This is an optimization exercise on Yosys and OpenROAD, whose aim is small area, not a production implementation. The RTL was checked by simulation tests, not by an equivalence proof against the original design. Power figures rest on the tool's default switching activity, not on a simulated workload.

<file path="flow/flow/run.sh">
#!/bin/bash
# Own layout flow: the standard layout (standard.sh), with two changes:
#  - synthesis maps with an area-oriented ABC script (flow/area.abc) and does not
#    extract half/full adders; registers and their names are those of the standard
#    synthesis (same script otherwise: synth_recipe.tcl with ORFS synth.tcl);
#  - the port buffers that global placement inserts are sky130_fd_sc_hd__buf_1.
set -euo pipefail
W=$(pwd)
mkdir -p "$W/custom"
# ORFS synth.tcl with the final ABC call using flow/area.abc
sed 's|log_cmd abc {\*}\$abc_args|log_cmd abc -script $::env(MY_ABC_SCRIPT) {*}[lrange $abc_args 2 end]|' \
    "$FLOW_HOME/scripts/synth.tcl" > "$W/custom/synth.tcl"
grep -q 'MY_ABC_SCRIPT' "$W/custom/synth.tcl"
sed "s|source \$::env(SCRIPTS_DIR)/synth.tcl|source $W/custom/synth.tcl|" \
    "$W/synth_recipe.tcl" > "$W/custom/synth_recipe.tcl"
grep -q "$W/custom/synth.tcl" "$W/custom/synth_recipe.tcl"
export MY_ABC_SCRIPT="$W/flow/area.abc"
bash "$W/standard.sh" \
    "SYNTH_SCRIPT=$W/custom/synth_recipe.tcl" \
    "ADDER_MAP_FILE=" \
    "BUFFER_PORTS_ARGS=-buffer_cell sky130_fd_sc_hd__buf_1" \
    finish > "$W/flow_make.log" 2>&1
</file>
<file path="flow/flow/area.abc">
&get -n
&st
&dch
&nf -a
&st
&syn2
&synch2
&nf -a
&put
</file>
<file path="flow/standard.sh">
#!/bin/bash
# synth_recipe.tcl (not shown) runs the flow's synth.tcl, then flattens the netlist and writes it again
# the make line also repeats each setting of config.mk as NAME=value (left out here)
make -C /OpenROAD-flow-scripts/flow DESIGN_CONFIG=/design/flow/config.mk WORK_HOME=/design/flow/orfs CLKGATE_MAP_FILE= SYNTH_SCRIPT=/design/flow/synth_recipe.tcl "${@:-finish}"
</file>
<file path="flow/config.mk">
export PLATFORM = sky130hd
export DESIGN_NAME = lk7_g1_fetch
export DESIGN_NICKNAME = lk7_g1_fetch
export VERILOG_FILES = /design/flow/design.v
export SDC_FILE = /design/flow/constraint.sdc
export NUM_CORES = 4
export LEC_CHECK = 0
export CAP_MARGIN = 20
export CORE_AREA = 2 2 898 148
export DIE_AREA = 0 0 900 150
export SLEW_MARGIN = 20
</file>
<file path="flow/constraint.sdc">
create_clock -name core_clock -period 8.0 [get_ports {clk}]
set_input_delay 1.6000 -clock core_clock [delete_from_list [all_inputs] [get_ports {clk}]]
set_output_delay 1.6000 -clock core_clock [all_outputs]
set_load 0.01 [all_outputs]
</file>
<file path="flow/design.v">
module lk7_ecc_enc (
    input  wire [95:0] data,
    output reg  [7:0]  check
);
    integer p, b, k;
    always @* begin
        check = 8'd0;
        k = 0;
        for (p = 1; p < 104; p = p + 1) begin
            if ((p & (p - 1)) != 0) begin
                for (b = 0; b < 7; b = b + 1)
                    if (((p >> b) & 1) != 0)
                        check[b] = check[b] ^ data[k];
                k = k + 1;
            end
        end
        check[7] = (^data) ^ (^check[6:0]);
    end
endmodule
module lk7_fetch_correct (
    input  wire [103:0] code,         
    output reg  [95:0]  word,         
    output wire [7:0]   syndrome      
);
    wire [95:0] data  = code[95:0];
    wire [7:0]  chk_s = code[103:96];
    wire [7:0] chk_c;
    lk7_ecc_enc u_enc (.data(data), .check(chk_c));
    wire [6:0] s_low = chk_s[6:0] ^ chk_c[6:0];
    wire       s_par = (^data) ^ (^chk_s);
    assign syndrome = {s_par, s_low};
    wire [6:0]  hsel;
    wire [15:0] lsel;
    genvar gh, gl;
    generate
        for (gh = 0; gh < 7; gh = gh + 1) begin : hd
            assign hsel[gh] = s_par & (s_low[6:4] == gh);
        end
        for (gl = 0; gl < 16; gl = gl + 1) begin : ld
            assign lsel[gl] = (s_low[3:0] == gl);
        end
    endgenerate
    integer p, k;
    always @* begin
        word = data;
        k = 0;
        for (p = 1; p < 104; p = p + 1) begin
            if ((p & (p - 1)) != 0) begin
                word[k] = data[k] ^ (hsel[p >> 4] & lsel[p & 15]);
                k = k + 1;
            end
        end
    end
endmodule
module lk7_fetch_check (
    input  wire [95:0]  word,         
    input  wire [7:0]   syndrome,     
    input  wire [11:0]  sched_len,    
    output wire         corrected,
    output wire         uncorrectable,
    output wire         rm_fault,     
    output wire         rm_word,      
    output wire         rm_aux,       
    output wire         sb_fault,     
    output wire [1:0]   sb_field,     
    output wire         pb_fault,     
    output wire [2:0]   pb_class,     
    output wire         exec          
);
    wire [6:0] s_low = syndrome[6:0];
    wire       s_par = syndrome[7];
    wire s_big = s_low[6] & s_low[5] & (s_low[4] | s_low[3]);
    assign corrected     = s_par & ~s_big;
    assign uncorrectable = s_par ? s_big : (s_low != 7'd0);
    wire [3:0]  mode = word[75:72];
    wire [10:0] aux  = word[86:76];
    wire [2:0]  pwr  = word[89:87];
    wire [5:0]  rsvd = word[95:90];
    wire [15:0] m;
    genvar gm;
    generate
        for (gm = 0; gm < 16; gm = gm + 1) begin : md
            assign m[gm] = (mode == gm);
        end
    endgenerate
    wire al10 = m[4];
    wire al9  = al10 | m[11];
    wire al8  = al9 | m[3] | m[6] | m[9];
    wire al5  = al8 | m[8] | m[12];
    wire al2  = al5 | m[2];
    wire al1  = al2 | m[7];
    wire al0  = al1 | m[5] | m[10];
    wire [10:0] aux_mask = {al10, al9, al8, al8, al8, al5, al5, al5, al2, al1, al0};
    wire mode_rsvd = mode[3] & mode[2] & (mode[1] | mode[0]);
    wire rw = |rsvd;
    wire ra = |(aux & ~aux_mask);
    function lt11(input [10:0] a, input [10:0] b);
        integer j;
        reg c;
        begin
            c = 1'b0;
            for (j = 0; j < 11; j = j + 1)
                c = (~a[j] & b[j]) | (~a[j] & c) | (b[j] & c);
            lt11 = c;
        end
    endfunction
    function op_ok(input [13:0] op, input [11:0] L);
        reg [11:0] x;
        reg z5;
        begin
            x = op[11:0];
            z5 = ~|x[11:5];
            case (op[13:12])
                2'b00: op_ok = x[11] ? ~(x[10] | x[9]) : (L[11] | lt11(x[10:0], L[10:0]));
                2'b01: op_ok = z5 & ~x[4];
                2'b10: op_ok = ~(x[11] | x[10]);
                default: op_ok = z5 &
                                 (x[4] ? ~x[2] :
                                  (x[3] ? (x[2:0] == 3'd0) : (x[2:0] != 3'd3 && x[2:0] != 3'd6 && x[2:0] != 3'd7)));
            endcase
        end
    endfunction
    wire [3:0] op_bad;
    genvar gi;
    generate
        for (gi = 0; gi < 4; gi = gi + 1) begin : opc
            assign op_bad[gi] = ~op_ok(word[16 + 14*gi +: 14], sched_len);
        end
    endgenerate
    wire sb_any = (mode != 4'h0) & ~mode_rsvd & (|op_bad);
    wire [1:0] sb_low = op_bad[0] ? 2'd0 : op_bad[1] ? 2'd1 : op_bad[2] ? 2'd2 : 2'd3;
    wire c1 = m[1];
    wire c2 = m[2] | m[3] | m[12];
    wire c3 = m[4] | m[11];
    wire c4 = m[5] | m[6] | m[8] | m[9];
    wire c5 = m[7] & ~aux[1];
    wire c6 = m[7] & aux[1];
    wire c7 = m[10];
    wire [2:0] act = {c4 | c5 | c6 | c7, c2 | c3 | c6 | c7, c1 | c3 | c5 | c7};
    wire pb_any = (pwr < act);
    assign rm_word  = ~uncorrectable & rw;
    assign rm_aux   = ~uncorrectable & ra;
    assign rm_fault = ~uncorrectable & (rw | ra | mode_rsvd);
    assign sb_fault = ~uncorrectable & sb_any;
    assign sb_field = sb_fault ? sb_low : 2'd0;
    assign pb_fault = ~uncorrectable & pb_any;
    assign pb_class = pb_fault ? act : 3'd0;
    assign exec     = ~uncorrectable & ~(rw | ra | mode_rsvd) & ~sb_any & ~pb_any;
endmodule
module lk7_g1_fetch #(
    parameter NBP = 8
) (
    input  wire               clk,
    input  wire               rst_n,           
    input  wire               fetch_valid,
    input  wire [11:0]        sched_len,
    input  wire [NBP*104-1:0] fetch_code,
    input  wire               wr_valid,
    input  wire [95:0]        wr_data,
    output reg                out_valid,
    output reg  [NBP*96-1:0]  out_word,
    output reg  [NBP*8-1:0]   out_syndrome,
    output wire [NBP-1:0]     out_corrected,
    output wire [NBP-1:0]     out_uncorrectable,
    output wire [NBP-1:0]     out_rm_fault,
    output wire [NBP-1:0]     out_rm_word,
    output wire [NBP-1:0]     out_rm_aux,
    output wire [NBP-1:0]     out_sb_fault,
    output wire [NBP*2-1:0]   out_sb_field,
    output wire [NBP-1:0]     out_pb_fault,
    output wire [NBP*3-1:0]   out_pb_class,
    output wire [NBP-1:0]     out_exec,
    output reg                wr_check_valid,
    output reg  [7:0]         wr_check
);
    wire [NBP*96-1:0] c_word;
    wire [NBP*8-1:0]  c_syn;
    genvar g;
    generate
        for (g = 0; g < NBP; g = g + 1) begin : bpc
            lk7_fetch_correct u_cor (
                .code    (fetch_code[g*104 +: 104]),
                .word    (c_word[g*96 +: 96]),
                .syndrome(c_syn[g*8 +: 8])
            );
        end
    endgenerate
    wire [7:0] enc_check;
    lk7_ecc_enc u_wenc (.data(wr_data), .check(enc_check));
    reg [11:0] r_len;
    always @(posedge clk) begin
        if (!rst_n) begin
            out_valid      <= 1'b0;
            wr_check_valid <= 1'b0;
        end else begin
            out_valid      <= fetch_valid;
            wr_check_valid <= wr_valid;
        end
        r_len        <= sched_len;
        out_word     <= c_word;
        out_syndrome <= c_syn;
        wr_check     <= enc_check;
    end
    generate
        for (g = 0; g < NBP; g = g + 1) begin : bp
            lk7_fetch_check u_chk (
                .word         (out_word[g*96 +: 96]),
                .syndrome     (out_syndrome[g*8 +: 8]),
                .sched_len    (r_len),
                .corrected    (out_corrected[g]),
                .uncorrectable(out_uncorrectable[g]),
                .rm_fault     (out_rm_fault[g]),
                .rm_word      (out_rm_word[g]),
                .rm_aux       (out_rm_aux[g]),
                .sb_fault     (out_sb_fault[g]),
                .sb_field     (out_sb_field[g*2 +: 2]),
                .pb_fault     (out_pb_fault[g]),
                .pb_class     (out_pb_class[g*3 +: 3]),
                .exec         (out_exec[g])
            );
        end
    endgenerate
endmodule
</file>
==> summary.txt <==
sequential cells by signal (all words and copies together), names as in the netlist:
register	count
out_word	768
out_syndrome	64
r_len	12
wr_check	8
out_valid	1
wr_check_valid	1
cells in the mapped netlist, types with 26 or more instances:
master and n:
dfxtp_1 854, xnor2_1 2060, xor2_1 575, clkinv_1 96, a22oi_1 135, o221ai_1 32
o21ai_0 72, or3_1 30, nand3_1 60, a2bb2oi_1 31, and2_0 34, nor2_1 746
nor3_1 77, buf_4 72, nand2_1 586, and3_1 29, nor2b_1 26, o22ai_1 136
nor4_1 42, a21oi_1 140, o21a_1 153, or2_0 29, nor4b_1 33, nand2b_1 80
a211oi_1 36
logic make-up (layout without fill, tap and decap cells):
family	count (synthesis)	in the layout	share of synthesized area, %
xor+xnor	2651	2651	42.4
simple gates	1825	1825	14.6
flops	854	854	31.0
compound gates	820	820	10.2
buf+inv	168	2150	1.63
fa+ha+maj	11	11	0.199
mux	1	1	0.0181
other cells	0	37	0
final timing paths:
path / from / to / depth (start not counted)
worst max-delay path: r_len[1]$_DFF_P_ / out_exec[4] / 13
worst min-delay path: sched_len[1] / r_len[1]$_DFF_P_ / 1
routing by layer:
metal  vias up  part of all wire, %  global-route usage, %
met5         -                 0.19                   4.05
li1      24800                    -                      -
met3       816                   18                   27.8
met4        28                  3.3                   12.0
met2      4841                   36                   59.9
met1     29100                   43                   68.2
area by class of cell:
type	instances	area, µm²
fill	12700	62300
multi-input combinational	5308	37300
sequential	854	17100
timing repair buffer	1932	7430
tap	1760	2200
clock buffer	82	1800
clock inverter	40	422
inverter	96	383
antenna	37	92.6
per-stage QoR:
step / utilization (%) / hold WS, ps / worst slack, ps
floorplan: - / 1630 / 3050
global placement: 49.9 / 1690 / 2160
detailed placement: 49.9 / 1700 / 2280
CTS: 51.6 / 945 / 1510
global route: 51.7 / 960 / 1170
finish: 51.7 / 956 / 1250
where the power goes:
part | switching, mW | internal [mW] | total (mW)
clock network | 2.06 | 1.79 | 3.85
registers | 1.74 | 5.48 | 7.23
logic | 16.3 | 6.22 | 22.5
==> impl_metrics.toml <==
[synth]
synth-edff-count = 0
synth_area_leader_cell = "xnor2_1"
ys_async_sr_fraction_pct = 0
synth_top_area_share_pct = 32.7
synthTopCellsByArea = "xnor2_1 (33%), dfxtp_1 (31%), xor2_1 (9.1%)"
synth_ff_type = "dfxtp_1"
ys_types = 53
ys_seq_area_share_pct = 31.0
postSynthCellCount = 6330
ys_ff_latch = 854
synth.avg_cell_area_um2 = 8.73
syn_area_um2 = 55200
yosysWarningCount = 4
synth_nets = 7274

[power]
p_total_mw = 33.6
ir_drop_mv = 0.677
p_leak_nw = 22.3
power.density_nw_per_um2 = 503

[clocking]
cts-root-buf = "clkbuf_16"
htree_levels = 3
cts.reportedPaths.clkPinSlew_ps = 110
clock_path_buffers = 3
ctsHoldBuffers = 0
cts_resized = 0
cts_buffers = 67
cts_sinks = 854
post_cts_buffers = 0
cts_tree = "yes"

[status]
outcome = "complete, no violations"

[global_route]
antenna_found_initial = 42
grt_first_pass_wirelength_mm = 449
grt-ovfl-total = 0
grt_pass1_vias = 52500
grt_max_degree = 65
track_usage_pct = 48.2

[critical_path]
cp_common_cell = "o21a_1"
start_kind = "flip-flop"
cp.arrival_ps = 5150
worstSetupPathType = "reg -> out"
path_delay_family = "compound AO/OA/AOI/OAI gates"
crit_chain = "clkinv_2, a21oi_1, a2bb2oi_1, o21a_1, o21a_1, o21a_1, o21a_1, o41ai_1, a21oi_1, o22ai_1, nor3_1, o2111a_1, buf_1"
path_max_fanout = 26
critPathSlowestCell = "clkinv_2"
cp_num_buf_inv = 2
end_kind = "output port"
crit_required_ps = 6400
slowest_delay_ps = 710

[route]
finalWirelength_mm = 344
route.antenna.remaining_nets = 0
detail_route.vias_per_cell = 5.89
avgRoutedWirePerCell_um = 34.0
initialDrtViolationCount = 10200
routed-via-count = 59500
dr.pass1.iters = 9
drc = 0

[sta]
finalSetupViolCount = 0
slew_viol_final = 0
rsz0062_at_grt = "false"
max_slew_margin_pct = 4.69
hold_viol_final = 0
tns_ps = 0
timing.fmax_mhz = 148
worst_pin_slew_ps = 1410
timing.final.crit_share_pct = 84.4
fin_crit_ps = 6750

[die]
start_util_pct = 42.8
core_area_um2 = 129000
die_w_um = 900
io_pins = 1890
die_y_um = 150
row_count = 53
die-area_um2 = 135000

[placement]
place.gp.congestion = 1.28
io_buffers = 1889
hpwl_mm = 293
dp_cells = 9950
placed_area_um2 = 64400

[cells_and_area]
most-common-layout-cells = "xnor2_1 (2056), buf_1 (1889), dfxtp_1 (851)"
areaGrowthSynthToFinish_pct = 20.9
final_common_cell = "xnor2_1"
final_nets = 9203
final_area_um2 = 66800
drive_gt1_share_pct = 2.20
stdcell_count = 10100

[min_path]
min_path_type = "in -> reg"

[flow_run]
maxCapViolCount = 0

-- afterwards: timing with drivers on the ports --
The flow's constraints put no driver on any port. The routed layout listed below was extracted and timed again, unchanged, in two steps. Step 1 (the two cells are an assumption about what drives the block):
set clk [get_ports {clk}]
set_driving_cell -lib_cell sky130_fd_sc_hd__clkbuf_16 $clk
set_driving_cell -lib_cell sky130_fd_sc_hd__buf_2 [delete_from_list [all_inputs] $clk]
Step 2, shift: input delay + t, output delay - t, t = (earliest + latest rising clock arrival at the registers) / 2. This alone moves slack from input paths to output paths. Three values: ideal ports, drivers, drivers and shift; two values: the first two.
shift t [ns]: 0.808
slack for setup (ns): 1.248 / 1.141 / 1.701
worst setup path after step 2: input to register
After both steps setup and hold are still met in this run. For this run, drivers alone change the setup slack by -0.107 ns; drivers and shift together by +0.453 ns.
